This design comes from an exercise in tuning for small area on the open sky130 flow, not from production work. In this exercise RTL edits were held to simulation tests only and were not proved equivalent to the original.

## hall_tracker
module hall_tracker (
    input  wire        clk,
    input  wire        rst,
    input  wire        hdir,
    input  wire [10:0] hofs,
    input  wire [8:0]  spdto,
    input  wire [6:0]  invmax,
    input  wire [15:0] cpmm,
    input  wire        cmd_valid,
    output wire        cmd_ready,
    input  wire [1:0]  cmd_op,
    input  wire [31:0] cmd_tgate,
    input  wire [2:0]  cmd_hst,
    input  wire        cmd_ovf,
    input  wire [1:0]  cmd_ne,
    input  wire [31:0] cmd_ts0,
    input  wire [2:0]  cmd_st0,
    input  wire [31:0] cmd_ts1,
    input  wire [2:0]  cmd_st1,
    input  wire [31:0] cmd_delta,
    output reg  [2:0]  hstate,
    output reg  [2:0]  sector,
    output reg         still,
    output reg         dir,
    output reg  [1:0]  posq,
    output reg         hinv,
    output reg         hflt,
    output reg         hskip,
    output reg         spdsat,
    output reg         edgeovr,
    output reg         nots,
    output reg  [15:0] raw,
    output reg  [31:0] track,
    output reg  [31:0] pos,
    output reg  [15:0] spd,
    output reg  [15:0] v4,
    output reg  [31:0] edget,
    output wire [31:0] edgei,
    output reg  [10:0] elpos,
    output reg  [7:0]  frac,
    output reg  [7:0]  invcnt,
    output reg  [7:0]  skipcnt,
    output reg  [7:0]  ovrcnt,
    output reg  [7:0]  misscnt
);
    localparam OP_FRAME   = 2'd0;
    localparam OP_MISSED  = 2'd1;
    localparam OP_REHOME  = 2'd2;
    localparam [5:0] S_IDLE = 6'd0,
                     S_TO   = 6'd1,
                     S_REC  = 6'd2,
                     S_E1   = 6'd3,
                     S_E2   = 6'd4,
                     S_E3   = 6'd5,
  ...
Size in the first run: about 2900 cells after synthesis, roughly 430 I/O pins, about 0.026 mm2 of cells after synthesis.
Settings: LEC_CHECK=0, ABC_AREA=1, CAP_MARGIN=20, CORE_MARGIN=2, CORE_UTILIZATION=40, SLEW_MARGIN=20; clock period 20.0 ns.
standard.sh (not shown) runs the stock make flow with config.mk's settings and CLKGATE_MAP_FILE= SYNTH_SCRIPT=/design/flow/synth_recipe.tcl, a recipe that flattens the netlist after the stock synthesis.
==> flow/flow/run.sh <==
#!/bin/bash
# Standard layout, with plain buf_1 cells as the port buffers.
set -euo pipefail
export BUFFER_PORTS_ARGS="-buffer_cell sky130_fd_sc_hd__buf_1"
bash standard.sh > standard.log 2>&1
Then changed:
--- a/flow/config.mk
+++ b/flow/config.mk
@@ -11,2 +11,4 @@
 export CORE_UTILIZATION = 40
+export CTS_BUF_LIST = sky130_fd_sc_hd__clkbuf_4
+export CTS_CLUSTER_SIZE = 20
 export SLEW_MARGIN = 20
After rerunning: The new run went through all stages and came out clean; sequential cell count is unchanged; cell area climbs slightly; synthesized area stays the same; final cell count rose by a few percent; global-route usage goes up by 0.57 points; wire length grows slightly; synthesized cell count does not change; non-clock buffer count rises by 2.

========
xenon:
Another version of the RTL of hall_tracker (not shown whole).
Size: about 450 flip-flops, roughly 430 I/O pins, roughly 25000 µm² of cells after synthesis.
Design hall_tracker, start of the top module:
module hall_tracker (
    input  wire        clk,
    input  wire        rst,
    input  wire        hdir,
    input  wire [10:0] hofs,
    input  wire [8:0]  spdto,
    input  wire [6:0]  invmax,
    input  wire [15:0] cpmm,
    input  wire        cmd_valid,
    output wire        cmd_ready,
    input  wire [1:0]  cmd_op,
    input  wire [31:0] cmd_tgate,
    input  wire [2:0]  cmd_hst,
    input  wire        cmd_ovf,
    input  wire [1:0]  cmd_ne,
    input  wire [31:0] cmd_ts0,
    input  wire [2:0]  cmd_st0,
    input  wire [31:0] cmd_ts1,
    input  wire [2:0]  cmd_st1,
    input  wire [31:0] cmd_delta,
    output reg  [2:0]  hstate,
    output reg  [2:0]  sector,
    output reg         still,
    output reg         dir,
    output reg  [1:0]  posq,
    output reg         hinv,
    output reg         hflt,
    output reg         hskip,
    output reg         spdsat,
    output reg         edgeovr,
    output reg         nots,
    output reg  [15:0] raw,
    output reg  [31:0] track,
    output reg  [31:0] pos,
    output reg  [15:0] spd,
    output reg  [15:0] v4,
    output reg  [31:0] edget,
    output wire [31:0] edgei,
    output reg  [10:0] elpos,
    output reg  [7:0]  frac,
    output reg  [7:0]  invcnt,
    output reg  [7:0]  skipcnt,
    output reg  [7:0]  ovrcnt,
    output reg  [7:0]  misscnt
);
Settings: LEC_CHECK=0, ABC_AREA=1, CAP_MARGIN=20, CORE_MARGIN=2, CORE_UTILIZATION=60, CTS_BUF_LIST=sky130_fd_sc_hd__clkbuf_8, CTS_CLUSTER_DIAMETER=40, CTS_CLUSTER_SIZE=16, SLEW_MARGIN=20; clock period 20.0 ns.
Scripts as last shown in full above: flow/flow/run.sh
Setup changes, xenon to willow
- CTS_CLUSTER_SIZE: 16 -> 18
- CTS_CLUSTER_DIAMETER: 40 -> 50
Notes after the runs:
Share of final-layout standard cells stronger than drive strength 1 | willow below xenon
willow against xenon: final area went down by about 1.8%.
The inputs of amber differ from those of willow as listed below.
- a change of CORE_UTILIZATION from 60 to 50
- a change of CTS_CLUSTER_SIZE from 18 to 20
## What came out
amber: done, clean on timing, DRC and antenna
Across both runs, total wire length after detailed routing was higher for amber than for willow.
Diff willow -> amber | cell row count | increase of 8
Going from willow to amber, the total length of routed met3 wires was found to have gone down by about 16%.
Against willow as the reference, amber delivers a higher detailed placement HPWL.
On global-route wire length before repair: amber sits above willow.
Delta (amber minus willow): total CTS buffers now sits higher; first-pass iteration count of the detailed router now sits lower.
[inputs] maple vs amber
- CORE_UTILIZATION changed from 50 to 40
[summary]
Run comparison: maple capture point of the worst path spd[12]; amber capture point of the worst path spd[1]. The higher overall die area came out of maple. Compared with amber, maple shows wire length on met2 higher by about 8%. Relative to amber, the number of iterations in the first detailed-routing pass of maple is lower by 1. amber → maple: half-perimeter wire length of the detailed placement result higher; number of global-route vias before repair roughly the same; design area higher; clock period minus final worst setup slack higher. maple: post-route fraction of the period consumed by the critical path higher than amber.

[re-timing with driven ports]
How much do the figures lean on ideal ports? The routed layouts below were timed once more, with nothing changed but the port constraints.
Step 1 (the two cells are an assumption about what drives the block):
set clk [get_ports {clk}]
set_driving_cell -lib_cell sky130_fd_sc_hd__clkbuf_16 $clk
set_driving_cell -lib_cell sky130_fd_sc_hd__buf_2 [delete_from_list [all_inputs] $clk]
Step 2 times the ports against the registers' clock, not the clock port: input delays grow and output delays shrink by t, the midpoint of the rising clock arrivals with the driver on.
Three values: ideal ports, drivers, drivers and shift; two values: the first two.
run | t (ns) | setup slack, ns | hold slack, ns
the first run of note 1 | 0.685 | 0.566 / 0.567 / -0.118 | 0.446 / 0.446 / 0.446
the second run of note 1 | 1.058 | 0.621 / 0.616 / -0.442 | 0.420 / 0.420 / 0.420
xenon | 0.760 | 0.501 / 0.497 / -0.263 | 0.408 / 0.408 / 0.408
willow | 0.718 | 0.521 / 0.516 / -0.202 | 0.427 / 0.427 / 0.427
amber | 0.755 | 0.575 / 0.564 / -0.191 | 0.420 / 0.420 / 0.420
maple | 0.790 | 0.491 / 0.532 / -0.259 | 0.411 / 0.411 / 0.411
Met with ideal ports but missed after step 2: setup timing in every run listed. The setup slack of the second run of note 1, which loses most, moves by -0.005 ns with the drivers and by -1.063 ns with both steps.
